Context: an optimization exercise on an open-source flow, tuned for small area, a short achievable clock period and few clock cycles per item. The choices shown serve that exercise and are no tape-out recipe.
Function was not checked in any run shown here: the RTL went through the layout flow alone.

## flow/design.v (module list and top-level ports; edited modules follow where they fit)
// module pu24_alu: 149 lines
// module pu24_r4step: 18 lines
// module pu24_bmul: 1749 lines
// module pu24_add34: 136 lines
module pu24_alu (
    input  wire        clk,
    input  wire        rst,
    input  wire        in_valid,
    output wire        in_ready,
    input  wire [1:0]  in_op,
    input  wire [31:0] in_a,
    input  wire [31:0] in_b,
    output reg         out_valid,
    output reg  [31:0] out_word,
    output reg  [3:0]  out_res,
    output reg         out_div0
);
  // ...
==> flow/flow/run.sh <==
#!/bin/bash
# Layout flow: the standard ORFS flow (standard.sh, with the standard
# synthesis unchanged), with repair_timing asked to leave extra setup slack
# (SETUP_SLACK_MARGIN from flow/margin.txt) so that the layout is timed for
# a shorter period than the design's clock. The SDC is not changed.
set -euo pipefail
MARGIN=$(cat flow/margin.txt)
sed "s|\"\${@:-finish}\"|SETUP_SLACK_MARGIN=$MARGIN \"\${@:-finish}\"|" standard.sh > standard_margin.sh
bash standard_margin.sh > standard.log 2>&1
==> flow/flow/margin.txt <==
14
==> flow/standard.sh <==
#!/bin/bash
# synth_recipe.tcl (not shown) runs the flow's synth.tcl, then flattens the netlist and writes it again
# the make line also repeats each setting of config.mk as NAME=value (left out here)
make -C /OpenROAD-flow-scripts/flow DESIGN_CONFIG=/design/flow/config.mk WORK_HOME=/design/flow/orfs CLKGATE_MAP_FILE= SYNTH_SCRIPT=/design/flow/synth_recipe.tcl "${@:-finish}"
==> flow/config.mk <==
export PLATFORM = sky130hd
export DESIGN_NAME = pu24_alu
export DESIGN_NICKNAME = pu24_alu
export VERILOG_FILES = /design/flow/design.v
export SDC_FILE = /design/flow/constraint.sdc
export NUM_CORES = 4
export LEC_CHECK = 0
export ABC_CLOCK_PERIOD_IN_PS = 5000
export CAP_MARGIN = 20
export CORE_MARGIN = 2
export CORE_UTILIZATION = 40
export SLEW_MARGIN = 20
==> flow/constraint.sdc <==
create_clock -name core_clock -period 20.0 [get_ports {clk}]
set_input_delay 4.0000 -clock core_clock [delete_from_list [all_inputs] [get_ports {clk}]]
set_output_delay 4.0000 -clock core_clock [all_outputs]
set_load 0.01 [all_outputs]
==> key figures, run 1 <==
Clock tree
  • Longest Clk Path Bufs: 3
  • CTS sink count: 499

STA
  • Period utilization: 28.9%
  • Setup WS post-layout: 14.21 ns
  • Final TNS setup: 0 ns

Min path
  • Hold Path Origin: f_div0

Logic synthesis
  • Synth top area share: 22.3%
  • XOR/XNOR Fraction of Synth Area: 13.8%
  • Ys Warns: 1
  • Most frequent cells after synthesis: inv_1 (796), xnor2_1 (708), fa_1 (567)
  • Netlist Area Pre-Place: 50900 um^2
  • Top cells by area, synth: fa_1 (22%), dfxtp_1 (14%), xnor2_1 (12%), edfxtp_1 (8.3%), ha_1 (7.8%)

Setup path
  • CP endpoint: out_res[3]
  • Worst path bufs/invs: 5
  • Critical path class: reg2reg

Drt
  • Met2 wire length: 71400 um

Place
  • Port bufs: 107
  • Post-Place Setup Slack: 13.42 ns

Floorplan
  • Core area: 126000 um^2
  • Initial Util: 40.4%
  • I/O pin count: 108

Final layout
  • Sequential share of cell area: 20.5%
  • Post-layout net count: 6302
  • Post-route cell area: 55900 um^2

Status
  • Status: finished clean

GRT
  • Overflow after GRT: 0
  • First-pass GRT wire length: 251000 um
==> module pu24_alu, before the edit <==
module pu24_alu (
    input  wire        clk,
    input  wire        rst,
    input  wire        in_valid,
    output wire        in_ready,
    input  wire [1:0]  in_op,
    input  wire [31:0] in_a,
    input  wire [31:0] in_b,
    output reg         out_valid,
    output reg  [31:0] out_word,
    output reg  [3:0]  out_res,
    output reg         out_div0
);
    localparam OP_MUL  = 2'd0;
    localparam OP_MACS = 2'd1;
    localparam OP_MACA = 2'd2;
    localparam OP_DIV  = 2'd3;
    localparam [31:0] MAXW = 32'h7FFF_FFFF;
    localparam [31:0] MINW = 32'h8000_0001;
    reg        rdy;
    reg        v0;
    reg [1:0]  op0;
    reg [31:0] a0;
    reg [31:0] b0;
    assign in_ready = rdy;
    wire accept = in_valid & rdy;
    wire [71:0] ms, mc;
    pu24_bmul u_mul (.a(a0), .b(b0), .s(ms), .c(mc));
    reg        v1;
    reg [1:0]  op1;
    reg [71:0] s1;
    reg [71:0] c1;
    reg  [71:0] acc;
    reg         acc_z;       
    wire [71:0] acc_sel = (op1 == OP_MACA && !acc_z) ? acc : 72'd0;
    wire [71:0] cs_s = acc_sel ^ s1 ^ c1;
    wire [71:0] cs_c = (acc_sel & s1) | (acc_sel & c1) | (s1 & c1);
    wire [71:0] x = cs_s + {cs_c[70:0], 1'b0};
    reg        f_v;
    reg [71:23] f_x;
    reg        f_st;
    reg        f_div0;
    reg        d_run;
    reg [3:0]  d_cnt;
    reg        d_neg;
    reg [31:0] d_r;       
    reg [31:0] d_q;       
    reg [31:0] d_b;       
    reg [33:0] d_b3;      
    reg        d_early;   
    reg        d_bz;
    reg        d_sg;      
    reg        d_zr;      
    wire        d_start = v0 & (op0 == OP_DIV);
    wire [31:0] a_mag = a0[31] ? (~a0 + 32'd1) : a0;
    wire [31:0] b_mag = b0[31] ? (~b0 + 32'd1) : b0;
    wire        s_bz  = (b0 == 32'd0);
    wire        s_az  = (a0 == 32'd0);
    wire        s_ovf = ({7'd0, a_mag[31:7]} >= b_mag);
    wire        s_early = s_bz | s_ovf;
    wire [33:0] st2;
    pu24_r4step u_st1 (.r(d_r), .nb(d_q[31:30]), .b(d_b), .b3(d_b3), .qr(st2));
    wire [31:0] qn  = {d_q[29:0], st2[33:32]};
    wire        f_s    = f_x[71];
    wire        f_hov  = f_s ? ~(&f_x[70:55]) : (|f_x[70:55]);
    wire        f_c    = f_x[23] & (~f_s | f_st);
    wire [31:0] f_h    = f_x[55:24];
    wire        h_max  = (f_h == 32'h7FFF_FFFF);
    wire        h_min  = (f_h == 32'h8000_0000);
    wire        h_ones = (f_h == 32'hFFFF_FFFF);
    wire        sat    = f_hov | (~f_s & h_max & f_c) | (f_s & h_min & ~f_c);
    wire [31:0] w      = f_h + {31'd0, f_c};
    wire [6:0] dsum = f_h[3:0]   + f_h[7:4]   + f_h[11:8]  + f_h[15:12]
                    + f_h[19:16] + f_h[23:20] + f_h[27:24] + f_h[31:28];
    wire [4:0] fd1 = dsum[6:4] + dsum[3:0];
    wire [3:0] fd2 = fd1[4] + fd1[3:0];
    wire [3:0] hm  = (fd2 == 4'd15) ? 4'd0 : fd2;
    wire [3:0] wm  = (h_ones & f_c) ? 4'd0 :
                     (f_c ? ((hm == 4'd14) ? 4'd0 : hm + 4'd1) : hm);
    always @(posedge clk) begin
        if (rst) begin
            rdy       <= 1'b1;
            v0        <= 1'b0;
            v1        <= 1'b0;
            f_v       <= 1'b0;
            out_valid <= 1'b0;
            acc_z     <= 1'b1;
            d_run     <= 1'b0;
            d_early   <= 1'b0;
        end else begin
            v0 <= accept;
            if (accept && in_op == OP_DIV)
                rdy <= 1'b0;
            else if ((d_start && s_early) || (d_run && d_cnt == 4'd13))
                rdy <= 1'b1;
            v1 <= v0 & (op0 != OP_DIV);
            if (v1 && op1 != OP_MUL)
                acc_z <= 1'b0;
            d_early <= d_start & s_early;
            if (d_start && !s_early)
                d_run <= 1'b1;
            else if (d_run && d_cnt == 4'd15)
                d_run <= 1'b0;
            f_v <= v1 | d_early | (d_run && d_cnt == 4'd15);
            out_valid <= f_v;
        end
        op0 <= in_op;
        a0  <= in_a;
        b0  <= in_b;
        op1 <= op0;
        s1  <= ms;
        c1  <= mc;
        if (v1 && op1 != OP_MUL)
            acc <= x;
        if (d_start) begin
            d_neg <= a0[31] ^ b0[31];
            d_b   <= b_mag;
            d_b3  <= {2'd0, b_mag} + {1'b0, b_mag, 1'b0};
            d_bz  <= s_bz;
            d_sg  <= s_bz ? a0[31] : (a0[31] ^ b0[31]);
            d_zr  <= s_bz & s_az;
        end
        if (d_start) begin
            d_cnt <= 4'd0;
            d_r   <= {7'd0, a_mag[31:7]};
            d_q   <= {a_mag[6:0], 25'd0};
        end else begin
            d_cnt <= d_cnt + 4'd1;
            d_r   <= st2[31:0];
            d_q   <= qn;
        end
        if (d_early) begin
            f_x    <= {d_sg, {16{~d_sg & ~d_zr}}, 32'd0};
            f_st   <= 1'b0;
            f_div0 <= d_bz;
        end else if (d_run) begin
            f_x    <= {{17{d_neg}}, qn[31:1] ^ {31{d_neg}}, qn[0] ^ d_neg};
            f_st   <= d_neg;
            f_div0 <= 1'b0;
        end else begin
            f_x    <= x[71:23];
            f_st   <= |x[22:0];
            f_div0 <= 1'b0;
        end
        out_word <= sat ? (f_s ? MINW : MAXW) : w;
        out_res  <= sat ? (f_s ? 4'd9 : 4'd7) : wm;
        out_div0 <= f_div0;
    end
endmodule
==> module pu24_r4step, before the edit <==
module pu24_r4step (
    input  wire [31:0] r,
    input  wire [1:0]  nb,
    input  wire [31:0] b,
    input  wire [33:0] b3,
    output wire [33:0] qr
);
    wire [33:0] r4 = {r, nb};
    wire [31:0] d1, d2, d3;
    wire        ge1, ge2, ge3;
    wire [1:0]  u1, u2, u3;
    pu24_add34 u_s1 (.a(r4), .b(~{2'd0, b}),       .cin(1'b1), .s({u1, d1}), .cout(ge1));
    pu24_add34 u_s2 (.a(r4), .b(~{1'd0, b, 1'b0}), .cin(1'b1), .s({u2, d2}), .cout(ge2));
    pu24_add34 u_s3 (.a(r4), .b(~b3),              .cin(1'b1), .s({u3, d3}), .cout(ge3));
    assign qr = ge3 ? {2'd3, d3} :
                ge2 ? {2'd2, d2} :
                ge1 ? {2'd1, d1} : {2'd0, r4[31:0]};
endmodule
==> module pu24_add34, before the edit <==
module pu24_add34 (
    input  wire [33:0] a,
    input  wire [33:0] b,
    input  wire        cin,
    output wire [33:0] s,
    output wire        cout
);
    wire [33:0] p = a ^ b;
    wire [33:0] g = a & b;
    wire G0_1 = g[0] | (p[0] & cin);
    wire G2_2 = g[2] | (p[2] & g[1]);
    wire P2_2 = p[2] & p[1];
    wire G4_3 = g[4] | (p[4] & g[3]);
    wire P4_3 = p[4] & p[3];
    wire G6_4 = g[6] | (p[6] & g[5]);
    wire P6_4 = p[6] & p[5];
    wire G8_5 = g[8] | (p[8] & g[7]);
    wire P8_5 = p[8] & p[7];
    wire G10_6 = g[10] | (p[10] & g[9]);
    wire P10_6 = p[10] & p[9];
    wire G12_7 = g[12] | (p[12] & g[11]);
    wire P12_7 = p[12] & p[11];
    wire G14_8 = g[14] | (p[14] & g[13]);
    wire P14_8 = p[14] & p[13];
    wire G16_9 = g[16] | (p[16] & g[15]);
    wire P16_9 = p[16] & p[15];
    wire G18_10 = g[18] | (p[18] & g[17]);
    wire P18_10 = p[18] & p[17];
    wire G20_11 = g[20] | (p[20] & g[19]);
    wire P20_11 = p[20] & p[19];
    wire G22_12 = g[22] | (p[22] & g[21]);
    wire P22_12 = p[22] & p[21];
    wire G24_13 = g[24] | (p[24] & g[23]);
    wire P24_13 = p[24] & p[23];
    wire G26_14 = g[26] | (p[26] & g[25]);
    wire P26_14 = p[26] & p[25];
    wire G28_15 = g[28] | (p[28] & g[27]);
    wire P28_15 = p[28] & p[27];
    wire G30_16 = g[30] | (p[30] & g[29]);
    wire P30_16 = p[30] & p[29];
    wire G32_17 = g[32] | (p[32] & g[31]);
    wire P32_17 = p[32] & p[31];
    wire G2_18 = G2_2 | (P2_2 & G0_1);
    wire G6_19 = G6_4 | (P6_4 & G4_3);
    wire P6_19 = P6_4 & P4_3;
    wire G10_20 = G10_6 | (P10_6 & G8_5);
    wire P10_20 = P10_6 & P8_5;
    wire G14_21 = G14_8 | (P14_8 & G12_7);
    wire P14_21 = P14_8 & P12_7;
    wire G18_22 = G18_10 | (P18_10 & G16_9);
    wire P18_22 = P18_10 & P16_9;
    wire G22_23 = G22_12 | (P22_12 & G20_11);
    wire P22_23 = P22_12 & P20_11;
    wire G26_24 = G26_14 | (P26_14 & G24_13);
    wire P26_24 = P26_14 & P24_13;
    wire G30_25 = G30_16 | (P30_16 & G28_15);
    wire P30_25 = P30_16 & P28_15;
    wire G6_26 = G6_19 | (P6_19 & G2_18);
    wire G14_27 = G14_21 | (P14_21 & G10_20);
    wire P14_27 = P14_21 & P10_20;
    wire G22_28 = G22_23 | (P22_23 & G18_22);
    wire P22_28 = P22_23 & P18_22;
    wire G30_29 = G30_25 | (P30_25 & G26_24);
    wire P30_29 = P30_25 & P26_24;
    wire G14_30 = G14_27 | (P14_27 & G6_26);
    wire G30_31 = G30_29 | (P30_29 & G22_28);
    wire P30_31 = P30_29 & P22_28;
    wire G30_32 = G30_31 | (P30_31 & G14_30);
    wire G22_33 = G22_28 | (P22_28 & G14_30);
    wire G10_34 = G10_20 | (P10_20 & G6_26);
    wire G18_35 = G18_22 | (P18_22 & G14_30);
    wire G26_36 = G26_24 | (P26_24 & G22_33);
    wire G4_37 = G4_3 | (P4_3 & G2_18);
    wire G8_38 = G8_5 | (P8_5 & G6_26);
    wire G12_39 = G12_7 | (P12_7 & G10_34);
    wire G16_40 = G16_9 | (P16_9 & G14_30);
    wire G20_41 = G20_11 | (P20_11 & G18_35);
    wire G24_42 = G24_13 | (P24_13 & G22_33);
    wire G28_43 = G28_15 | (P28_15 & G26_36);
    wire G32_44 = G32_17 | (P32_17 & G30_32);
    wire G1_45 = g[1] | (p[1] & G0_1);
    wire G3_46 = g[3] | (p[3] & G2_18);
    wire G5_47 = g[5] | (p[5] & G4_37);
    wire G7_48 = g[7] | (p[7] & G6_26);
    wire G9_49 = g[9] | (p[9] & G8_38);
    wire G11_50 = g[11] | (p[11] & G10_34);
    wire G13_51 = g[13] | (p[13] & G12_39);
    wire G15_52 = g[15] | (p[15] & G14_30);
    wire G17_53 = g[17] | (p[17] & G16_40);
    wire G19_54 = g[19] | (p[19] & G18_35);
    wire G21_55 = g[21] | (p[21] & G20_41);
    wire G23_56 = g[23] | (p[23] & G22_33);
    wire G25_57 = g[25] | (p[25] & G24_42);
    wire G27_58 = g[27] | (p[27] & G26_36);
    wire G29_59 = g[29] | (p[29] & G28_43);
    wire G31_60 = g[31] | (p[31] & G30_32);
    wire G33_61 = g[33] | (p[33] & G32_44);
    wire [34:0] c;
    assign c[0] = cin;
    assign c[1] = G0_1;
    assign c[2] = G1_45;
    assign c[3] = G2_18;
    assign c[4] = G3_46;
    assign c[5] = G4_37;
    assign c[6] = G5_47;
    assign c[7] = G6_26;
    assign c[8] = G7_48;
    assign c[9] = G8_38;
    assign c[10] = G9_49;
    assign c[11] = G10_34;
    assign c[12] = G11_50;
    assign c[13] = G12_39;
    assign c[14] = G13_51;
    assign c[15] = G14_30;
    assign c[16] = G15_52;
    assign c[17] = G16_40;
    assign c[18] = G17_53;
    assign c[19] = G18_35;
    assign c[20] = G19_54;
    assign c[21] = G20_41;
    assign c[22] = G21_55;
    assign c[23] = G22_33;
    assign c[24] = G23_56;
    assign c[25] = G24_42;
    assign c[26] = G25_57;
    assign c[27] = G26_36;
    assign c[28] = G27_58;
    assign c[29] = G28_43;
    assign c[30] = G29_59;
    assign c[31] = G30_32;
    assign c[32] = G31_60;
    assign c[33] = G32_44;
    assign c[34] = G33_61;
    assign s = p ^ c[33:0];
    assign cout = c[34];
endmodule
==> run 2: changes to the inputs <==
--- a/flow/design.v
+++ b/flow/design.v
@@ -37,3 +37,5 @@
     wire [71:0] cs_c = (acc_sel & s1) | (acc_sel & c1) | (s1 & c1);
-    wire [71:0] x = cs_s + {cs_c[70:0], 1'b0};
+    wire [71:0] x;
+    wire        x_co;
+    pu24_add72 u_x (.a(cs_s), .b({cs_c[70:0], 1'b0}), .cin(1'b0), .s(x), .cout(x_co));
     reg        f_v;
@@ -59,3 +61,16 @@
     wire        s_ovf = ({7'd0, a_mag[31:7]} >= b_mag);
-    wire        s_early = s_bz | s_ovf;
+    function [5:0] lzc32;
+        input [31:0] v;
+        integer i;
+        begin
+            lzc32 = 6'd32;
+            for (i = 0; i < 32; i = i + 1)
+                if (v[i]) lzc32 = 6'd31 - i[5:0];
+        end
+    endfunction
+    wire [6:0]  s_m   = 7'd6 + {1'b0, lzc32(a_mag)} - {1'b0, lzc32(b_mag)};
+    wire        s_q0  = ~s_m[6] & (s_m[5:0] >= 6'd32);    
+    wire [3:0]  s_j   = s_m[6] ? 4'd0 : s_m[4:1];
+    wire [63:0] s_w   = {7'd0, a_mag, 25'd0} << {s_j, 1'b0};
+    wire        s_early = s_bz | s_ovf | s_q0;
     wire [33:0] st2;
@@ -93,3 +108,3 @@
                 rdy <= 1'b0;
-            else if ((d_start && s_early) || (d_run && d_cnt == 4'd13))
+            else if ((d_start && (s_early || s_j >= 4'd14)) || (d_run && d_cnt == 4'd13))
                 rdy <= 1'b1;
@@ -119,9 +134,9 @@
             d_bz  <= s_bz;
-            d_sg  <= s_bz ? a0[31] : (a0[31] ^ b0[31]);
-            d_zr  <= s_bz & s_az;
+            d_sg  <= s_bz ? a0[31] : (s_ovf & (a0[31] ^ b0[31]));
+            d_zr  <= s_bz ? s_az : s_q0;
         end
         if (d_start) begin
-            d_cnt <= 4'd0;
-            d_r   <= {7'd0, a_mag[31:7]};
-            d_q   <= {a_mag[6:0], 25'd0};
+            d_cnt <= s_j;
+            d_r   <= s_w[63:32];
+            d_q   <= s_w[31:0];
         end else begin
@@ -163,5 +178,8 @@
     pu24_add34 u_s3 (.a(r4), .b(~b3),              .cin(1'b1), .s({u3, d3}), .cout(ge3));
-    assign qr = ge3 ? {2'd3, d3} :
-                ge2 ? {2'd2, d2} :
-                ge1 ? {2'd1, d1} : {2'd0, r4[31:0]};
+    wire s3 = ge3;
+    wire s2 = ge2 & ~ge3;
+    wire s1 = ge1 & ~ge2;
+    wire s0 = ~ge1;
+    assign qr = {ge2, ge3 | s1,
+                 ({32{s3}} & d3) | ({32{s2}} & d2) | ({32{s1}} & d1) | ({32{s0}} & r4[31:0])};
 endmodule
@@ -1958,57 +1976,105 @@
     wire P32_17 = p[32] & p[31];
-    wire G2_18 = G2_2 | (P2_2 & G0_1);
-    wire G6_19 = G6_4 | (P6_4 & G4_3);
-    wire P6_19 = P6_4 & P4_3;
-    wire G10_20 = G10_6 | (P10_6 & G8_5);
-    wire P10_20 = P10_6 & P8_5;
-    wire G14_21 = G14_8 | (P14_8 & G12_7);
-    wire P14_21 = P14_8 & P12_7;
-    wire G18_22 = G18_10 | (P18_10 & G16_9);
-    wire P18_22 = P18_10 & P16_9;
-    wire G22_23 = G22_12 | (P22_12 & G20_11);
-    wire P22_23 = P22_12 & P20_11;
-    wire G26_24 = G26_14 | (P26_14 & G24_13);
-    wire P26_24 = P26_14 & P24_13;
-    wire G30_25 = G30_16 | (P30_16 & G28_15);
-    wire P30_25 = P30_16 & P28_15;
-    wire G6_26 = G6_19 | (P6_19 & G2_18);
-    wire G14_27 = G14_21 | (P14_21 & G10_20);
-    wire P14_27 = P14_21 & P10_20;
-    wire G22_28 = G22_23 | (P22_23 & G18_22);
-    wire P22_28 = P22_23 & P18_22;
-    wire G30_29 = G30_25 | (P30_25 & G26_24);
-    wire P30_29 = P30_25 & P26_24;
-    wire G14_30 = G14_27 | (P14_27 & G6_26);
-    wire G30_31 = G30_29 | (P30_29 & G22_28);
-    wire P30_31 = P30_29 & P22_28;
-    wire G30_32 = G30_31 | (P30_31 & G14_30);
-    wire G22_33 = G22_28 | (P22_28 & G14_30);
-    wire G10_34 = G10_20 | (P10_20 & G6_26);
-    wire G18_35 = G18_22 | (P18_22 & G14_30);
-    wire G26_36 = G26_24 | (P26_24 & G22_33);
-    wire G4_37 = G4_3 | (P4_3 & G2_18);
-    wire G8_38 = G8_5 | (P8_5 & G6_26);
-    wire G12_39 = G12_7 | (P12_7 & G10_34);
-    wire G16_40 = G16_9 | (P16_9 & G14_30);
-    wire G20_41 = G20_11 | (P20_11 & G18_35);
-    wire G24_42 = G24_13 | (P24_13 & G22_33);
-    wire G28_43 = G28_15 | (P28_15 & G26_36);
-    wire G32_44 = G32_17 | (P32_17 & G30_32);
-    wire G1_45 = g[1] | (p[1] & G0_1);
-    wire G3_46 = g[3] | (p[3] & G2_18);
-    wire G5_47 = g[5] | (p[5] & G4_37);
-    wire G7_48 = g[7] | (p[7] & G6_26);
-    wire G9_49 = g[9] | (p[9] & G8_38);
-    wire G11_50 = g[11] | (p[11] & G10_34);
-    wire G13_51 = g[13] | (p[13] & G12_39);
-    wire G15_52 = g[15] | (p[15] & G14_30);
-    wire G17_53 = g[17] | (p[17] & G16_40);
-    wire G19_54 = g[19] | (p[19] & G18_35);
-    wire G21_55 = g[21] | (p[21] & G20_41);
-    wire G23_56 = g[23] | (p[23] & G22_33);
-    wire G25_57 = g[25] | (p[25] & G24_42);
-    wire G27_58 = g[27] | (p[27] & G26_36);
-    wire G29_59 = g[29] | (p[29] & G28_43);
-    wire G31_60 = g[31] | (p[31] & G30_32);
-    wire G33_61 = g[33] | (p[33] & G32_44);
+    wire G1_18 = g[1] | (p[1] & G0_1);
+    wire G2_19 = G2_2 | (P2_2 & G0_1);
+    wire G5_20 = g[5] | (p[5] & G4_3);
+    wire P5_20 = p[5] & P4_3;
+    wire G6_21 = G6_4 | (P6_4 & G4_3);
+    wire P6_21 = P6_4 & P4_3;
+    wire G9_22 = g[9] | (p[9] & G8_5);
+    wire P9_22 = p[9] & P8_5;
+    wire G10_23 = G10_6 | (P10_6 & G8_5);
+    wire P10_23 = P10_6 & P8_5;
+    wire G13_24 = g[13] | (p[13] & G12_7);
+    wire P13_24 = p[13] & P12_7;
+    wire G14_25 = G14_8 | (P14_8 & G12_7);
+    wire P14_25 = P14_8 & P12_7;
+    wire G17_26 = g[17] | (p[17] & G16_9);
+    wire P17_26 = p[17] & P16_9;
+    wire G18_27 = G18_10 | (P18_10 & G16_9);
+    wire P18_27 = P18_10 & P16_9;
+    wire G21_28 = g[21] | (p[21] & G20_11);
+    wire P21_28 = p[21] & P20_11;
+    wire G22_29 = G22_12 | (P22_12 & G20_11);
+    wire P22_29 = P22_12 & P20_11;
+    wire G25_30 = g[25] | (p[25] & G24_13);
+    wire P25_30 = p[25] & P24_13;
+    wire G26_31 = G26_14 | (P26_14 & G24_13);
+    wire P26_31 = P26_14 & P24_13;
+    wire G29_32 = g[29] | (p[29] & G28_15);
+    wire P29_32 = p[29] & P28_15;
+    wire G30_33 = G30_16 | (P30_16 & G28_15);
+    wire P30_33 = P30_16 & P28_15;
+    wire G33_34 = g[33] | (p[33] & G32_17);
+    wire P33_34 = p[33] & P32_17;
+    wire G3_35 = g[3] | (p[3] & G2_19);
+    wire G4_36 = G4_3 | (P4_3 & G2_19);
+    wire G5_37 = G5_20 | (P5_20 & G2_19);
+    wire G6_38 = G6_21 | (P6_21 & G2_19);
+    wire G11_39 = g[11] | (p[11] & G10_23);
+    wire P11_39 = p[11] & P10_23;
+    wire G12_40 = G12_7 | (P12_7 & G10_23);
+    wire P12_40 = P12_7 & P10_23;
+    wire G13_41 = G13_24 | (P13_24 & G10_23);
+    wire P13_41 = P13_24 & P10_23;
+    wire G14_42 = G14_25 | (P14_25 & G10_23);
+    wire P14_42 = P14_25 & P10_23;
+    wire G19_43 = g[19] | (p[19] & G18_27);
+    wire P19_43 = p[19] & P18_27;
+    wire G20_44 = G20_11 | (P20_11 & G18_27);
+    wire P20_44 = P20_11 & P18_27;
+    wire G21_45 = G21_28 | (P21_28 & G18_27);
+    wire P21_45 = P21_28 & P18_27;
+    wire G22_46 = G22_29 | (P22_29 & G18_27);
+    wire P22_46 = P22_29 & P18_27;
+    wire G27_47 = g[27] | (p[27] & G26_31);
+    wire P27_47 = p[27] & P26_31;
+    wire G28_48 = G28_15 | (P28_15 & G26_31);
+    wire P28_48 = P28_15 & P26_31;
+    wire G29_49 = G29_32 | (P29_32 & G26_31);
+    wire P29_49 = P29_32 & P26_31;
+    wire G30_50 = G30_33 | (P30_33 & G26_31);
+    wire P30_50 = P30_33 & P26_31;
+    wire G7_51 = g[7] | (p[7] & G6_38);
+    wire G8_52 = G8_5 | (P8_5 & G6_38);
+    wire G9_53 = G9_22 | (P9_22 & G6_38);
+    wire G10_54 = G10_23 | (P10_23 & G6_38);
+    wire G11_55 = G11_39 | (P11_39 & G6_38);
+    wire G12_56 = G12_40 | (P12_40 & G6_38);
+    wire G13_57 = G13_41 | (P13_41 & G6_38);
+    wire G14_58 = G14_42 | (P14_42 & G6_38);
+    wire G23_59 = g[23] | (p[23] & G22_46);
+    wire P23_59 = p[23] & P22_46;
+    wire G24_60 = G24_13 | (P24_13 & G22_46);
+    wire P24_60 = P24_13 & P22_46;
+    wire G25_61 = G25_30 | (P25_30 & G22_46);
+    wire P25_61 = P25_30 & P22_46;
+    wire G26_62 = G26_31 | (P26_31 & G22_46);
+    wire P26_62 = P26_31 & P22_46;
+    wire G27_63 = G27_47 | (P27_47 & G22_46);
+    wire P27_63 = P27_47 & P22_46;
+    wire G28_64 = G28_48 | (P28_48 & G22_46);
+    wire P28_64 = P28_48 & P22_46;
+    wire G29_65 = G29_49 | (P29_49 & G22_46);
+    wire P29_65 = P29_49 & P22_46;
+    wire G30_66 = G30_50 | (P30_50 & G22_46);
+    wire P30_66 = P30_50 & P22_46;
+    wire G15_67 = g[15] | (p[15] & G14_58);
+    wire G16_68 = G16_9 | (P16_9 & G14_58);
+    wire G17_69 = G17_26 | (P17_26 & G14_58);
+    wire G18_70 = G18_27 | (P18_27 & G14_58);
+    wire G19_71 = G19_43 | (P19_43 & G14_58);
+    wire G20_72 = G20_44 | (P20_44 & G14_58);
+    wire G21_73 = G21_45 | (P21_45 & G14_58);
+    wire G22_74 = G22_46 | (P22_46 & G14_58);
+    wire G23_75 = G23_59 | (P23_59 & G14_58);
+    wire G24_76 = G24_60 | (P24_60 & G14_58);
+    wire G25_77 = G25_61 | (P25_61 & G14_58);
+    wire G26_78 = G26_62 | (P26_62 & G14_58);
+    wire G27_79 = G27_63 | (P27_63 & G14_58);
+    wire G28_80 = G28_64 | (P28_64 & G14_58);
+    wire G29_81 = G29_65 | (P29_65 & G14_58);
+    wire G30_82 = G30_66 | (P30_66 & G14_58);
+    wire G31_83 = g[31] | (p[31] & G30_82);
+    wire G32_84 = G32_17 | (P32_17 & G30_82);
+    wire G33_85 = G33_34 | (P33_34 & G30_82);
     wire [34:0] c;
@@ -2016,35 +2082,35 @@
     assign c[1] = G0_1;
-    assign c[2] = G1_45;
-    assign c[3] = G2_18;
-    assign c[4] = G3_46;
-    assign c[5] = G4_37;
-    assign c[6] = G5_47;
-    assign c[7] = G6_26;
-    assign c[8] = G7_48;
-    assign c[9] = G8_38;
-    assign c[10] = G9_49;
-    assign c[11] = G10_34;
-    assign c[12] = G11_50;
-    assign c[13] = G12_39;
-    assign c[14] = G13_51;
-    assign c[15] = G14_30;
-    assign c[16] = G15_52;
-    assign c[17] = G16_40;
-    assign c[18] = G17_53;
-    assign c[19] = G18_35;
-    assign c[20] = G19_54;
-    assign c[21] = G20_41;
-    assign c[22] = G21_55;
-    assign c[23] = G22_33;
-    assign c[24] = G23_56;
-    assign c[25] = G24_42;
-    assign c[26] = G25_57;
-    assign c[27] = G26_36;
-    assign c[28] = G27_58;
-    assign c[29] = G28_43;
-    assign c[30] = G29_59;
-    assign c[31] = G30_32;
-    assign c[32] = G31_60;
-    assign c[33] = G32_44;
-    assign c[34] = G33_61;
+    assign c[2] = G1_18;
+    assign c[3] = G2_19;
+    assign c[4] = G3_35;
+    assign c[5] = G4_36;
+    assign c[6] = G5_37;
+    assign c[7] = G6_38;
+    assign c[8] = G7_51;
+    assign c[9] = G8_52;
+    assign c[10] = G9_53;
+    assign c[11] = G10_54;
+    assign c[12] = G11_55;
+    assign c[13] = G12_56;
+    assign c[14] = G13_57;
+    assign c[15] = G14_58;
+    assign c[16] = G15_67;
+    assign c[17] = G16_68;
+    assign c[18] = G17_69;
+    assign c[19] = G18_70;
+    assign c[20] = G19_71;
+    assign c[21] = G20_72;
+    assign c[22] = G21_73;
+    assign c[23] = G22_74;
+    assign c[24] = G23_75;
+    assign c[25] = G24_76;
+    assign c[26] = G25_77;
+    assign c[27] = G26_78;
+    assign c[28] = G27_79;
+    assign c[29] = G28_80;
+    assign c[30] = G29_81;
+    assign c[31] = G30_82;
+    assign c[32] = G31_83;
+    assign c[33] = G32_84;
+    assign c[34] = G33_85;
     assign s = p ^ c[33:0];
@@ -2052 +2118,443 @@
 endmodule
+module pu24_add72 (
+    input  wire [71:0] a,
+    input  wire [71:0] b,
+    input  wire        cin,
+    output wire [71:0] s,
+    output wire        cout
+);
+    wire [71:0] p = a ^ b;
+    wire [71:0] g = a & b;
+    wire G0_1 = g[0] | (p[0] & cin);
+    wire G2_2 = g[2] | (p[2] & g[1]);
+    wire P2_2 = p[2] & p[1];
+    wire G4_3 = g[4] | (p[4] & g[3]);
+    wire P4_3 = p[4] & p[3];
+    wire G6_4 = g[6] | (p[6] & g[5]);
+    wire P6_4 = p[6] & p[5];
+    wire G8_5 = g[8] | (p[8] & g[7]);
+    wire P8_5 = p[8] & p[7];
+    wire G10_6 = g[10] | (p[10] & g[9]);
+    wire P10_6 = p[10] & p[9];
+    wire G12_7 = g[12] | (p[12] & g[11]);
+    wire P12_7 = p[12] & p[11];
+    wire G14_8 = g[14] | (p[14] & g[13]);
+    wire P14_8 = p[14] & p[13];
+    wire G16_9 = g[16] | (p[16] & g[15]);
+    wire P16_9 = p[16] & p[15];
+    wire G18_10 = g[18] | (p[18] & g[17]);
+    wire P18_10 = p[18] & p[17];
+    wire G20_11 = g[20] | (p[20] & g[19]);
+    wire P20_11 = p[20] & p[19];
+    wire G22_12 = g[22] | (p[22] & g[21]);
+    wire P22_12 = p[22] & p[21];
+    wire G24_13 = g[24] | (p[24] & g[23]);
+    wire P24_13 = p[24] & p[23];
+    wire G26_14 = g[26] | (p[26] & g[25]);
+    wire P26_14 = p[26] & p[25];
+    wire G28_15 = g[28] | (p[28] & g[27]);
+    wire P28_15 = p[28] & p[27];
+    wire G30_16 = g[30] | (p[30] & g[29]);
+    wire P30_16 = p[30] & p[29];
+    wire G32_17 = g[32] | (p[32] & g[31]);
+    wire P32_17 = p[32] & p[31];
+    wire G34_18 = g[34] | (p[34] & g[33]);
+    wire P34_18 = p[34] & p[33];
+    wire G36_19 = g[36] | (p[36] & g[35]);
+    wire P36_19 = p[36] & p[35];
+    wire G38_20 = g[38] | (p[38] & g[37]);
+    wire P38_20 = p[38] & p[37];
+    wire G40_21 = g[40] | (p[40] & g[39]);
+    wire P40_21 = p[40] & p[39];
+    wire G42_22 = g[42] | (p[42] & g[41]);
+    wire P42_22 = p[42] & p[41];
+    wire G44_23 = g[44] | (p[44] & g[43]);
+    wire P44_23 = p[44] & p[43];
+    wire G46_24 = g[46] | (p[46] & g[45]);
+    wire P46_24 = p[46] & p[45];
+    wire G48_25 = g[48] | (p[48] & g[47]);
+    wire P48_25 = p[48] & p[47];
+    wire G50_26 = g[50] | (p[50] & g[49]);
+    wire P50_26 = p[50] & p[49];
+    wire G52_27 = g[52] | (p[52] & g[51]);
+    wire P52_27 = p[52] & p[51];
+    wire G54_28 = g[54] | (p[54] & g[53]);
+    wire P54_28 = p[54] & p[53];
+    wire G56_29 = g[56] | (p[56] & g[55]);
+    wire P56_29 = p[56] & p[55];
+    wire G58_30 = g[58] | (p[58] & g[57]);
+    wire P58_30 = p[58] & p[57];
+    wire G60_31 = g[60] | (p[60] & g[59]);
+    wire P60_31 = p[60] & p[59];
+    wire G62_32 = g[62] | (p[62] & g[61]);
+    wire P62_32 = p[62] & p[61];
+    wire G64_33 = g[64] | (p[64] & g[63]);
+    wire P64_33 = p[64] & p[63];
+    wire G66_34 = g[66] | (p[66] & g[65]);
+    wire P66_34 = p[66] & p[65];
+    wire G68_35 = g[68] | (p[68] & g[67]);
+    wire P68_35 = p[68] & p[67];
+    wire G70_36 = g[70] | (p[70] & g[69]);
+    wire P70_36 = p[70] & p[69];
+    wire G1_37 = g[1] | (p[1] & G0_1);
+    wire G2_38 = G2_2 | (P2_2 & G0_1);
+    wire G5_39 = g[5] | (p[5] & G4_3);
+    wire P5_39 = p[5] & P4_3;
+    wire G6_40 = G6_4 | (P6_4 & G4_3);
+    wire P6_40 = P6_4 & P4_3;
+    wire G9_41 = g[9] | (p[9] & G8_5);
+    wire P9_41 = p[9] & P8_5;
+    wire G10_42 = G10_6 | (P10_6 & G8_5);
+    wire P10_42 = P10_6 & P8_5;
+    wire G13_43 = g[13] | (p[13] & G12_7);
+    wire P13_43 = p[13] & P12_7;
+    wire G14_44 = G14_8 | (P14_8 & G12_7);
+    wire P14_44 = P14_8 & P12_7;
+    wire G17_45 = g[17] | (p[17] & G16_9);
+    wire P17_45 = p[17] & P16_9;
+    wire G18_46 = G18_10 | (P18_10 & G16_9);
+    wire P18_46 = P18_10 & P16_9;
+    wire G21_47 = g[21] | (p[21] & G20_11);
+    wire P21_47 = p[21] & P20_11;
+    wire G22_48 = G22_12 | (P22_12 & G20_11);
+    wire P22_48 = P22_12 & P20_11;
+    wire G25_49 = g[25] | (p[25] & G24_13);
+    wire P25_49 = p[25] & P24_13;
+    wire G26_50 = G26_14 | (P26_14 & G24_13);
+    wire P26_50 = P26_14 & P24_13;
+    wire G29_51 = g[29] | (p[29] & G28_15);
+    wire P29_51 = p[29] & P28_15;
+    wire G30_52 = G30_16 | (P30_16 & G28_15);
+    wire P30_52 = P30_16 & P28_15;
+    wire G33_53 = g[33] | (p[33] & G32_17);
+    wire P33_53 = p[33] & P32_17;
+    wire G34_54 = G34_18 | (P34_18 & G32_17);
+    wire P34_54 = P34_18 & P32_17;
+    wire G37_55 = g[37] | (p[37] & G36_19);
+    wire P37_55 = p[37] & P36_19;
+    wire G38_56 = G38_20 | (P38_20 & G36_19);
+    wire P38_56 = P38_20 & P36_19;
+    wire G41_57 = g[41] | (p[41] & G40_21);
+    wire P41_57 = p[41] & P40_21;
+    wire G42_58 = G42_22 | (P42_22 & G40_21);
+    wire P42_58 = P42_22 & P40_21;
+    wire G45_59 = g[45] | (p[45] & G44_23);
+    wire P45_59 = p[45] & P44_23;
+    wire G46_60 = G46_24 | (P46_24 & G44_23);
+    wire P46_60 = P46_24 & P44_23;
+    wire G49_61 = g[49] | (p[49] & G48_25);
+    wire P49_61 = p[49] & P48_25;
+    wire G50_62 = G50_26 | (P50_26 & G48_25);
+    wire P50_62 = P50_26 & P48_25;
+    wire G53_63 = g[53] | (p[53] & G52_27);
+    wire P53_63 = p[53] & P52_27;
+    wire G54_64 = G54_28 | (P54_28 & G52_27);
+    wire P54_64 = P54_28 & P52_27;
+    wire G57_65 = g[57] | (p[57] & G56_29);
+    wire P57_65 = p[57] & P56_29;
+    wire G58_66 = G58_30 | (P58_30 & G56_29);
+    wire P58_66 = P58_30 & P56_29;
+    wire G61_67 = g[61] | (p[61] & G60_31);
+    wire P61_67 = p[61] & P60_31;
+    wire G62_68 = G62_32 | (P62_32 & G60_31);
+    wire P62_68 = P62_32 & P60_31;
+    wire G65_69 = g[65] | (p[65] & G64_33);
+    wire P65_69 = p[65] & P64_33;
+    wire G66_70 = G66_34 | (P66_34 & G64_33);
+    wire P66_70 = P66_34 & P64_33;
+    wire G69_71 = g[69] | (p[69] & G68_35);
+    wire P69_71 = p[69] & P68_35;
+    wire G70_72 = G70_36 | (P70_36 & G68_35);
+    wire P70_72 = P70_36 & P68_35;
+    wire G3_73 = g[3] | (p[3] & G2_38);
+    wire G4_74 = G4_3 | (P4_3 & G2_38);
+    wire G5_75 = G5_39 | (P5_39 & G2_38);
+    wire G6_76 = G6_40 | (P6_40 & G2_38);
+    wire G11_77 = g[11] | (p[11] & G10_42);
+    wire P11_77 = p[11] & P10_42;
+    wire G12_78 = G12_7 | (P12_7 & G10_42);
+    wire P12_78 = P12_7 & P10_42;
+    wire G13_79 = G13_43 | (P13_43 & G10_42);
+    wire P13_79 = P13_43 & P10_42;
+    wire G14_80 = G14_44 | (P14_44 & G10_42);
+    wire P14_80 = P14_44 & P10_42;
+    wire G19_81 = g[19] | (p[19] & G18_46);
+    wire P19_81 = p[19] & P18_46;
+    wire G20_82 = G20_11 | (P20_11 & G18_46);
+    wire P20_82 = P20_11 & P18_46;
+    wire G21_83 = G21_47 | (P21_47 & G18_46);
+    wire P21_83 = P21_47 & P18_46;
+    wire G22_84 = G22_48 | (P22_48 & G18_46);
+    wire P22_84 = P22_48 & P18_46;
+    wire G27_85 = g[27] | (p[27] & G26_50);
+    wire P27_85 = p[27] & P26_50;
+    wire G28_86 = G28_15 | (P28_15 & G26_50);
+    wire P28_86 = P28_15 & P26_50;
+    wire G29_87 = G29_51 | (P29_51 & G26_50);
+    wire P29_87 = P29_51 & P26_50;
+    wire G30_88 = G30_52 | (P30_52 & G26_50);
+    wire P30_88 = P30_52 & P26_50;
+    wire G35_89 = g[35] | (p[35] & G34_54);
+    wire P35_89 = p[35] & P34_54;
+    wire G36_90 = G36_19 | (P36_19 & G34_54);
+    wire P36_90 = P36_19 & P34_54;
+    wire G37_91 = G37_55 | (P37_55 & G34_54);
+    wire P37_91 = P37_55 & P34_54;
+    wire G38_92 = G38_56 | (P38_56 & G34_54);
+    wire P38_92 = P38_56 & P34_54;
+    wire G43_93 = g[43] | (p[43] & G42_58);
+    wire P43_93 = p[43] & P42_58;
+    wire G44_94 = G44_23 | (P44_23 & G42_58);
+    wire P44_94 = P44_23 & P42_58;
+    wire G45_95 = G45_59 | (P45_59 & G42_58);
+    wire P45_95 = P45_59 & P42_58;
+    wire G46_96 = G46_60 | (P46_60 & G42_58);
+    wire P46_96 = P46_60 & P42_58;
+    wire G51_97 = g[51] | (p[51] & G50_62);
+    wire P51_97 = p[51] & P50_62;
+    wire G52_98 = G52_27 | (P52_27 & G50_62);
+    wire P52_98 = P52_27 & P50_62;
+    wire G53_99 = G53_63 | (P53_63 & G50_62);
+    wire P53_99 = P53_63 & P50_62;
+    wire G54_100 = G54_64 | (P54_64 & G50_62);
+    wire P54_100 = P54_64 & P50_62;
+    wire G59_101 = g[59] | (p[59] & G58_66);
+    wire P59_101 = p[59] & P58_66;
+    wire G60_102 = G60_31 | (P60_31 & G58_66);
+    wire P60_102 = P60_31 & P58_66;
+    wire G61_103 = G61_67 | (P61_67 & G58_66);
+    wire P61_103 = P61_67 & P58_66;
+    wire G62_104 = G62_68 | (P62_68 & G58_66);
+    wire P62_104 = P62_68 & P58_66;
+    wire G67_105 = g[67] | (p[67] & G66_70);
+    wire P67_105 = p[67] & P66_70;
+    wire G68_106 = G68_35 | (P68_35 & G66_70);
+    wire P68_106 = P68_35 & P66_70;
+    wire G69_107 = G69_71 | (P69_71 & G66_70);
+    wire P69_107 = P69_71 & P66_70;
+    wire G70_108 = G70_72 | (P70_72 & G66_70);
+    wire P70_108 = P70_72 & P66_70;
+    wire G7_109 = g[7] | (p[7] & G6_76);
+    wire G8_110 = G8_5 | (P8_5 & G6_76);
+    wire G9_111 = G9_41 | (P9_41 & G6_76);
+    wire G10_112 = G10_42 | (P10_42 & G6_76);
+    wire G11_113 = G11_77 | (P11_77 & G6_76);
+    wire G12_114 = G12_78 | (P12_78 & G6_76);
+    wire G13_115 = G13_79 | (P13_79 & G6_76);
+    wire G14_116 = G14_80 | (P14_80 & G6_76);
+    wire G23_117 = g[23] | (p[23] & G22_84);
+    wire P23_117 = p[23] & P22_84;
+    wire G24_118 = G24_13 | (P24_13 & G22_84);
+    wire P24_118 = P24_13 & P22_84;
+    wire G25_119 = G25_49 | (P25_49 & G22_84);
+    wire P25_119 = P25_49 & P22_84;
+    wire G26_120 = G26_50 | (P26_50 & G22_84);
+    wire P26_120 = P26_50 & P22_84;
+    wire G27_121 = G27_85 | (P27_85 & G22_84);
+    wire P27_121 = P27_85 & P22_84;
+    wire G28_122 = G28_86 | (P28_86 & G22_84);
+    wire P28_122 = P28_86 & P22_84;
+    wire G29_123 = G29_87 | (P29_87 & G22_84);
+    wire P29_123 = P29_87 & P22_84;
+    wire G30_124 = G30_88 | (P30_88 & G22_84);
+    wire P30_124 = P30_88 & P22_84;
+    wire G39_125 = g[39] | (p[39] & G38_92);
+    wire P39_125 = p[39] & P38_92;
+    wire G40_126 = G40_21 | (P40_21 & G38_92);
+    wire P40_126 = P40_21 & P38_92;
+    wire G41_127 = G41_57 | (P41_57 & G38_92);
+    wire P41_127 = P41_57 & P38_92;
+    wire G42_128 = G42_58 | (P42_58 & G38_92);
+    wire P42_128 = P42_58 & P38_92;
+    wire G43_129 = G43_93 | (P43_93 & G38_92);
+    wire P43_129 = P43_93 & P38_92;
+    wire G44_130 = G44_94 | (P44_94 & G38_92);
+    wire P44_130 = P44_94 & P38_92;
+    wire G45_131 = G45_95 | (P45_95 & G38_92);
+    wire P45_131 = P45_95 & P38_92;
+    wire G46_132 = G46_96 | (P46_96 & G38_92);
+    wire P46_132 = P46_96 & P38_92;
+    wire G55_133 = g[55] | (p[55] & G54_100);
+    wire P55_133 = p[55] & P54_100;
+    wire G56_134 = G56_29 | (P56_29 & G54_100);
+    wire P56_134 = P56_29 & P54_100;
+    wire G57_135 = G57_65 | (P57_65 & G54_100);
+    wire P57_135 = P57_65 & P54_100;
+    wire G58_136 = G58_66 | (P58_66 & G54_100);
+    wire P58_136 = P58_66 & P54_100;
+    wire G59_137 = G59_101 | (P59_101 & G54_100);
+    wire P59_137 = P59_101 & P54_100;
+    wire G60_138 = G60_102 | (P60_102 & G54_100);
+    wire P60_138 = P60_102 & P54_100;
+    wire G61_139 = G61_103 | (P61_103 & G54_100);
+    wire P61_139 = P61_103 & P54_100;
+    wire G62_140 = G62_104 | (P62_104 & G54_100);
+    wire P62_140 = P62_104 & P54_100;
+    wire G71_141 = g[71] | (p[71] & G70_108);
+    wire P71_141 = p[71] & P70_108;
+    wire G15_142 = g[15] | (p[15] & G14_116);
+    wire G16_143 = G16_9 | (P16_9 & G14_116);
+    wire G17_144 = G17_45 | (P17_45 & G14_116);
+    wire G18_145 = G18_46 | (P18_46 & G14_116);
+    wire G19_146 = G19_81 | (P19_81 & G14_116);
+    wire G20_147 = G20_82 | (P20_82 & G14_116);
+    wire G21_148 = G21_83 | (P21_83 & G14_116);
+    wire G22_149 = G22_84 | (P22_84 & G14_116);
+    wire G23_150 = G23_117 | (P23_117 & G14_116);
+    wire G24_151 = G24_118 | (P24_118 & G14_116);
+    wire G25_152 = G25_119 | (P25_119 & G14_116);
+    wire G26_153 = G26_120 | (P26_120 & G14_116);
+    wire G27_154 = G27_121 | (P27_121 & G14_116);
+    wire G28_155 = G28_122 | (P28_122 & G14_116);
+    wire G29_156 = G29_123 | (P29_123 & G14_116);
+    wire G30_157 = G30_124 | (P30_124 & G14_116);
+    wire G47_158 = g[47] | (p[47] & G46_132);
+    wire P47_158 = p[47] & P46_132;
+    wire G48_159 = G48_25 | (P48_25 & G46_132);
+    wire P48_159 = P48_25 & P46_132;
+    wire G49_160 = G49_61 | (P49_61 & G46_132);
+    wire P49_160 = P49_61 & P46_132;
+    wire G50_161 = G50_62 | (P50_62 & G46_132);
+    wire P50_161 = P50_62 & P46_132;
+    wire G51_162 = G51_97 | (P51_97 & G46_132);
+    wire P51_162 = P51_97 & P46_132;
+    wire G52_163 = G52_98 | (P52_98 & G46_132);
+    wire P52_163 = P52_98 & P46_132;
+    wire G53_164 = G53_99 | (P53_99 & G46_132);
+    wire P53_164 = P53_99 & P46_132;
+    wire G54_165 = G54_100 | (P54_100 & G46_132);
+    wire P54_165 = P54_100 & P46_132;
+    wire G55_166 = G55_133 | (P55_133 & G46_132);
+    wire P55_166 = P55_133 & P46_132;
+    wire G56_167 = G56_134 | (P56_134 & G46_132);
+    wire P56_167 = P56_134 & P46_132;
+    wire G57_168 = G57_135 | (P57_135 & G46_132);
+    wire P57_168 = P57_135 & P46_132;
+    wire G58_169 = G58_136 | (P58_136 & G46_132);
+    wire P58_169 = P58_136 & P46_132;
+    wire G59_170 = G59_137 | (P59_137 & G46_132);
+    wire P59_170 = P59_137 & P46_132;
+    wire G60_171 = G60_138 | (P60_138 & G46_132);
+    wire P60_171 = P60_138 & P46_132;
+    wire G61_172 = G61_139 | (P61_139 & G46_132);
+    wire P61_172 = P61_139 & P46_132;
+    wire G62_173 = G62_140 | (P62_140 & G46_132);
+    wire P62_173 = P62_140 & P46_132;
+    wire G31_174 = g[31] | (p[31] & G30_157);
+    wire G32_175 = G32_17 | (P32_17 & G30_157);
+    wire G33_176 = G33_53 | (P33_53 & G30_157);
+    wire G34_177 = G34_54 | (P34_54 & G30_157);
+    wire G35_178 = G35_89 | (P35_89 & G30_157);
+    wire G36_179 = G36_90 | (P36_90 & G30_157);
+    wire G37_180 = G37_91 | (P37_91 & G30_157);
+    wire G38_181 = G38_92 | (P38_92 & G30_157);
+    wire G39_182 = G39_125 | (P39_125 & G30_157);
+    wire G40_183 = G40_126 | (P40_126 & G30_157);
+    wire G41_184 = G41_127 | (P41_127 & G30_157);
+    wire G42_185 = G42_128 | (P42_128 & G30_157);
+    wire G43_186 = G43_129 | (P43_129 & G30_157);
+    wire G44_187 = G44_130 | (P44_130 & G30_157);
+    wire G45_188 = G45_131 | (P45_131 & G30_157);
+    wire G46_189 = G46_132 | (P46_132 & G30_157);
+    wire G47_190 = G47_158 | (P47_158 & G30_157);
+    wire G48_191 = G48_159 | (P48_159 & G30_157);
+    wire G49_192 = G49_160 | (P49_160 & G30_157);
+    wire G50_193 = G50_161 | (P50_161 & G30_157);
+    wire G51_194 = G51_162 | (P51_162 & G30_157);
+    wire G52_195 = G52_163 | (P52_163 & G30_157);
+    wire G53_196 = G53_164 | (P53_164 & G30_157);
+    wire G54_197 = G54_165 | (P54_165 & G30_157);
+    wire G55_198 = G55_166 | (P55_166 & G30_157);
+    wire G56_199 = G56_167 | (P56_167 & G30_157);
+    wire G57_200 = G57_168 | (P57_168 & G30_157);
+    wire G58_201 = G58_169 | (P58_169 & G30_157);
+    wire G59_202 = G59_170 | (P59_170 & G30_157);
+    wire G60_203 = G60_171 | (P60_171 & G30_157);
+    wire G61_204 = G61_172 | (P61_172 & G30_157);
+    wire G62_205 = G62_173 | (P62_173 & G30_157);
+    wire G63_206 = g[63] | (p[63] & G62_205);
+    wire G64_207 = G64_33 | (P64_33 & G62_205);
+    wire G65_208 = G65_69 | (P65_69 & G62_205);
+    wire G66_209 = G66_70 | (P66_70 & G62_205);
+    wire G67_210 = G67_105 | (P67_105 & G62_205);
+    wire G68_211 = G68_106 | (P68_106 & G62_205);
+    wire G69_212 = G69_107 | (P69_107 & G62_205);
+    wire G70_213 = G70_108 | (P70_108 & G62_205);
+    wire G71_214 = G71_141 | (P71_141 & G62_205);
+    wire [72:0] c;
+    assign c[0] = cin;
+    assign c[1] = G0_1;
+    assign c[2] = G1_37;
+    assign c[3] = G2_38;
+    assign c[4] = G3_73;
+    assign c[5] = G4_74;
+    assign c[6] = G5_75;
+    assign c[7] = G6_76;
+    assign c[8] = G7_109;
+    assign c[9] = G8_110;
+    assign c[10] = G9_111;
+    assign c[11] = G10_112;
+    assign c[12] = G11_113;
+    assign c[13] = G12_114;
+    assign c[14] = G13_115;
+    assign c[15] = G14_116;
+    assign c[16] = G15_142;
+    assign c[17] = G16_143;
+    assign c[18] = G17_144;
+    assign c[19] = G18_145;
+    assign c[20] = G19_146;
+    assign c[21] = G20_147;
+    assign c[22] = G21_148;
+    assign c[23] = G22_149;
+    assign c[24] = G23_150;
+    assign c[25] = G24_151;
+    assign c[26] = G25_152;
+    assign c[27] = G26_153;
+    assign c[28] = G27_154;
+    assign c[29] = G28_155;
+    assign c[30] = G29_156;
+    assign c[31] = G30_157;
+    assign c[32] = G31_174;
+    assign c[33] = G32_175;
+    assign c[34] = G33_176;
+    assign c[35] = G34_177;
+    assign c[36] = G35_178;
+    assign c[37] = G36_179;
+    assign c[38] = G37_180;
+    assign c[39] = G38_181;
+    assign c[40] = G39_182;
+    assign c[41] = G40_183;
+    assign c[42] = G41_184;
+    assign c[43] = G42_185;
+    assign c[44] = G43_186;
+    assign c[45] = G44_187;
+    assign c[46] = G45_188;
+    assign c[47] = G46_189;
+    assign c[48] = G47_190;
+    assign c[49] = G48_191;
+    assign c[50] = G49_192;
+    assign c[51] = G50_193;
+    assign c[52] = G51_194;
+    assign c[53] = G52_195;
+    assign c[54] = G53_196;
+    assign c[55] = G54_197;
+    assign c[56] = G55_198;
+    assign c[57] = G56_199;
+    assign c[58] = G57_200;
+    assign c[59] = G58_201;
+    assign c[60] = G59_202;
+    assign c[61] = G60_203;
+    assign c[62] = G61_204;
+    assign c[63] = G62_205;
+    assign c[64] = G63_206;
+    assign c[65] = G64_207;
+    assign c[66] = G65_208;
+    assign c[67] = G66_209;
+    assign c[68] = G67_210;
+    assign c[69] = G68_211;
+    assign c[70] = G69_212;
+    assign c[71] = G70_213;
+    assign c[72] = G71_214;
+    assign s = p ^ c[71:0];
+    assign cout = c[72];
+endmodule
==> run 2 against run 1 <==
  * Worst hold slack got worse by 0.030 ns
  * Final cell count rose by 3.9%
  * Global-route usage rose by 1.7 points
  * Flip-flop and latch count did not move
  * Synthesized cell count rose by 1.6%
  * Register-to-register slack got worse by 0.70 ns
  * Sequential share of layout area fell by 1.4 points
  * Highest routed layer unchanged
  * Die area rose by 0.88%
==> key figures, run 2 <==
Logic synthesis
  • Count leader, synth: inv_1 (unchanged)
  • Synth Flop Type: dfxtp_1 (unchanged)
  • Net Count, Synth: 6474 (was 6407)
  • Synth Instances: 5544 (was 5455)
  • Synth Register Bits: 499 (unchanged)
  • EDFF count, synth: 141 (unchanged)
  • Top cells by area, synth: fa_1 (21%), dfxtp_1 (14%), xnor2_1 (12%), edfxtp_1 (8.2%), ha_1 (7.8%) (was fa_1 (22%), dfxtp_1 (14%), xnor2_1 (12%), edfxtp_1 (8.3%), ha_1 (7.8%))
  • Most frequent cells after synthesis: inv_1 (771), xnor2_1 (727), fa_1 (539) (was inv_1 (796), xnor2_1 (708), fa_1 (567))
  • Post-synth ARST share: 0% (unchanged)
  • Syn Area/Cell: 9.27 um^2 (was 9.34 um^2)
  • Ys Warns: 1 (unchanged)
  • Netlist cell types: 87 (was 78)
  • Post-synthesis sequential area ratio: 22.2% (was 22.4%)
  • Most area-hungry cell type in the Yosys netlist: fa_1 (unchanged)
  • Netlist Area Pre-Place: 51400 um^2 (was 50900 um^2)
  • Synth top area share: 21.0% (was 22.3%)

STA
  • Final Setup Violations: 0 (unchanged)
  • Fin. max-slew vios: 0 (unchanged)
  • Final Skew: 0.0453 ns (was 0.0348 ns)
  • Final TNS setup: 0 ns (unchanged)
  • Max Fclk: 0.154 GHz (was 0.173 GHz)
  • Slew margin rel.: 33.0% (was 26.0%)
  • Period utilization: 32.4% (was 28.9%)
  • RSZ-0062 raised after global routing: yes (was no)
  • Minimum clock period: 6.48 ns (was 5.79 ns)
  • Final Hold Vio Count: 0 (unchanged)
  • Worst-margin pin slew: 0.998 ns (was 1.11 ns)
  • Setup WS post-layout: 13.52 ns (was 14.21 ns)

Final layout
  • Final Non-Filler Cells: 7327 (was 7054)
  • Layout cells sized above 1: 13.2% (was 6.24%)
  • Largest Register: acc (unchanged)
  • Synth-to-Final Area Change: 16.8% (was 9.72%)
  • Post-layout net count: 6545 (was 6302)
  • Commonest non-fill, non-tap cells in the layout: inv_1 (761), xnor2_1 (713), fa_1 (534) (was inv_1 (791), xnor2_1 (706), fa_1 (565))
  • Top flop regs: acc (72), s1 (64), c1 (62) (unchanged)
  • # diodes: 0 (was 1)
  • Max reg flops: 72 (unchanged)
  • Fill count: 11.9k (was 12.2k)
  • Most common cell after layout, fill and taps aside: inv_1 (unchanged)

Setup path
  • RR Endpoint: d_r[20] (was out_res[3])
  • Critical path data arrival time: 7.04 ns (was 6.39 ns)
  • Worst setup SP type: register (unchanged)
  • CP max stage cell: or4_4 (was fa_1)
  • Critical path class: reg2reg (unchanged)
  • Reg2Reg Depth: 29 (was 25)
  • Worst endpoint required time: 20.56 ns (was 20.60 ns)
  • CP Max Fanout: 8 (was 4)
  • Reg2reg start: a0[3] (was f_x[27])
  • Endpoint class of the critical path: register (unchanged)
  • R2R Setup Slk: 13.52 ns (was 14.21 ns)
  • Largest stage delay, worst path: 0.54 ns (about the same)

Place
  • Post-Place Setup Slack: 12.35 ns (was 13.42 ns)
  • Port bufs: 107 (unchanged)
  • Post-DP HPWL: 126000 um (was 114000 um)
  • Placer Congestion: 0.925 (was 0.890)
  • Placed Cells incl. Taps: 7037 (was 6930)

Min path
  • Hold Path Origin: f_div0 (unchanged)
  • Worst min path class: reg2reg (unchanged)
  • WHS Path Cells: 0 (unchanged)
  • Sink of the worst hold path: out_div0 (unchanged)

Status
  • Status: finished clean (unchanged)

Drt
  • Vias/cell: 5.75 (was 5.71)
  • DR pass1 iterations: 6 (unchanged)
  • WL/cell: 24.3 um (was 23.1 um)
  • Routed via count: 42.1k (was 40.3k)
  • # DRC: 0 (unchanged)
  • Detail Route Antenna Nets: 0 (unchanged)
  • DR iter-0 viols: 4254 (was 3689)
  • Routed WL: 178000 um (was 163000 um)

Floorplan
  • I/O pin count: 108 (unchanged)
  • Initial Util: 40.3% (was 40.4%)
  • Core area: 128000 um^2 (was 126000 um^2)
  • FP Rows: 131 (was 130)
  • Die Ht: 362 um (was 361 um)
  • Die X: 362 um (was 361 um)
  • Die area: 131000 um^2 (was 130000 um^2)

Clock tree
  • Reg clk slew, reported paths: 0.06 ns (about the same)
  • Root Buffer: clkbuf_16 (unchanged)
  • Longest Clk Path Bufs: 3 (unchanged)
  • CTS sink count: 499 (unchanged)
  • Hold bufs inserted after CTS: 0 (unchanged)
  • Clk latency of the worst-skew pair: 0.70 ns (was 0.71 ns)
  • TritonCTS clock tree: yes (unchanged)
  • H-Tree Level Count: 2 (unchanged)
  • CTS buffer count: 58 (was 61)

GRT
  • GR peak layer: met2 (unchanged)
  • GR Util met1: 35.8% (was 33.5%)
  • Gr usage total: 26.5% (was 24.9%)
  • Met3 usage: 5.48% (was 5.21%)
  • Initial antenna violation count: 4 (was 1)
  • Largest net degree at the start of global routing: 68 (was 73)
  • Number of global-route vias before repair: 42.1k (was 41.3k)
  • Overflow after GRT: 0 (unchanged)
  • First-pass GRT wire length: 266000 um (was 251000 um)
  • Grt met2 use: 41.4% (was 38.9%)

Run
  • Max-cap viol count: 0 (unchanged)
==> run 2: cell types whose count changed in the layout (fill, tap and decap cells not counted), moves of 14 or more <==
cell / delta
buf_4: +121
nand2_1: -34
fa_1: -31
inv_1: -30
a21o_1: -28
o21a_1: -23
buf_12: +20
o21ai_0: -20
a21oi_1: -19
buf_6: +17
mux2i_4: +15
nand4_1: -14
nor2b_1: +14
==> run 2: critical path, delay by kind of cell, from the launching register on <==
| kind | cells | cell delay (ns) |
|---|---|---|
| mux | 2 | 0.49 |
| compound gates | 11 | 1.80 |
| simple gates | 6 | 2.14 |
| flops | 1 | 0.35 |
| xor+xnor | 2 | 0.37 |
| fa+ha+maj | 2 | 0.42 |
| buf+inv | 6 | 0.75 |
==> run 2: how the worst max path moves through the flow <==
stage	cells past startpoint	slack (ns)	startpoint	end
finish	29	13.52	a0[3]	d_r[20]
detailed placement	30	12.35	b0[3]	d_r[23]
floorplan	32	14.00	b0[1]	d_r[28]
CTS	26	13.72	a0[3]	d_r[23]
global route	31	13.34	b0[1]	d_r[20]
global placement	30	12.53	b0[3]	d_r[23]
==> run 2: timing repair <==
item | 4_1_cts | 5_1_grt
pin swaps | 73 | 82
setup endpoints to repair | 93 | 67
cloned | 15 | 4
gates resized for setup | 311 | 154
setup buffers | 104 | 57
==> run 2: layer usage <==
metal	up-vias	routed length (um)
met5	-	13
met4	2	8110
met3	439	16700
met2	2206	78700
met1	20700	74900
li1	18700	-
==> run 2: kinds of logic after synthesis <==
logic type,Yosys count,synth area share (%)
AOI/OAI and AO/OA,1273,17.1
buffers and inverters,1180,8.64
and+or+nand+nor,864,8.32
adders and majority gates,862,28.9
xor gates and xnor gates,826,14.1
DFF,499,22.2
muxes,40,0.794
==> run 2: area by class of cell <==
class | count | area [um^2] | area share, %
clock inverters | 42 | 494 | 0.823
inverters | 787 | 3020 | 5.03
clock buffers | 68 | 1560 | 2.60
multi-input cells | 3868 | 37500 | 62.5
repair buffers | 400 | 3930 | 6.55
repair inverters | 1 | 8.76 | 0.0146
well taps | 1662 | 2080 | 3.46
flip-flops and latches | 499 | 11400 | 19.1
==> run 2: per-stage QoR <==
step	hold slack [ns]	util [%]	area, um^2
after floorplan	0.310	-	51600
after global placement	0.316	42.5	54200
after detailed placement	0.315	42.5	54200
after CTS	0.328	46.0	58700
after global routing	0.333	47.1	60000
final	0.326	47.1	60000

static timing again, ports no longer ideal:
No port has a modelled driver above. Below, the same layouts with a new extraction and two added sets of constraints.
Step 1, drivers: a clkbuf_16 drives clk and a buf_2 each remaining input, both assumed.
Step 2 also shifts input and output timing later by t, the mid clock arrival at the registers, as if the neighbouring blocks saw the same clock.
a / b / c = no drivers / after step 1 / after step 2; a / b = the first two.
run | t (ns) | slack for setup (ns) | hold WS [ns] | worst setup path at the end | worst register clock-pin slew, ns
run 1 | 0.772 | 14.211 / 14.211 / 14.211 | 0.356 / 0.356 / 0.356 | register to register | 0.07 / 0.07
run 2 | 0.758 | 13.515 / 13.515 / 13.515 | 0.326 / 0.326 / 0.326 | register to register | 0.07 / 0.07
After both steps setup and hold are still met in every run listed.
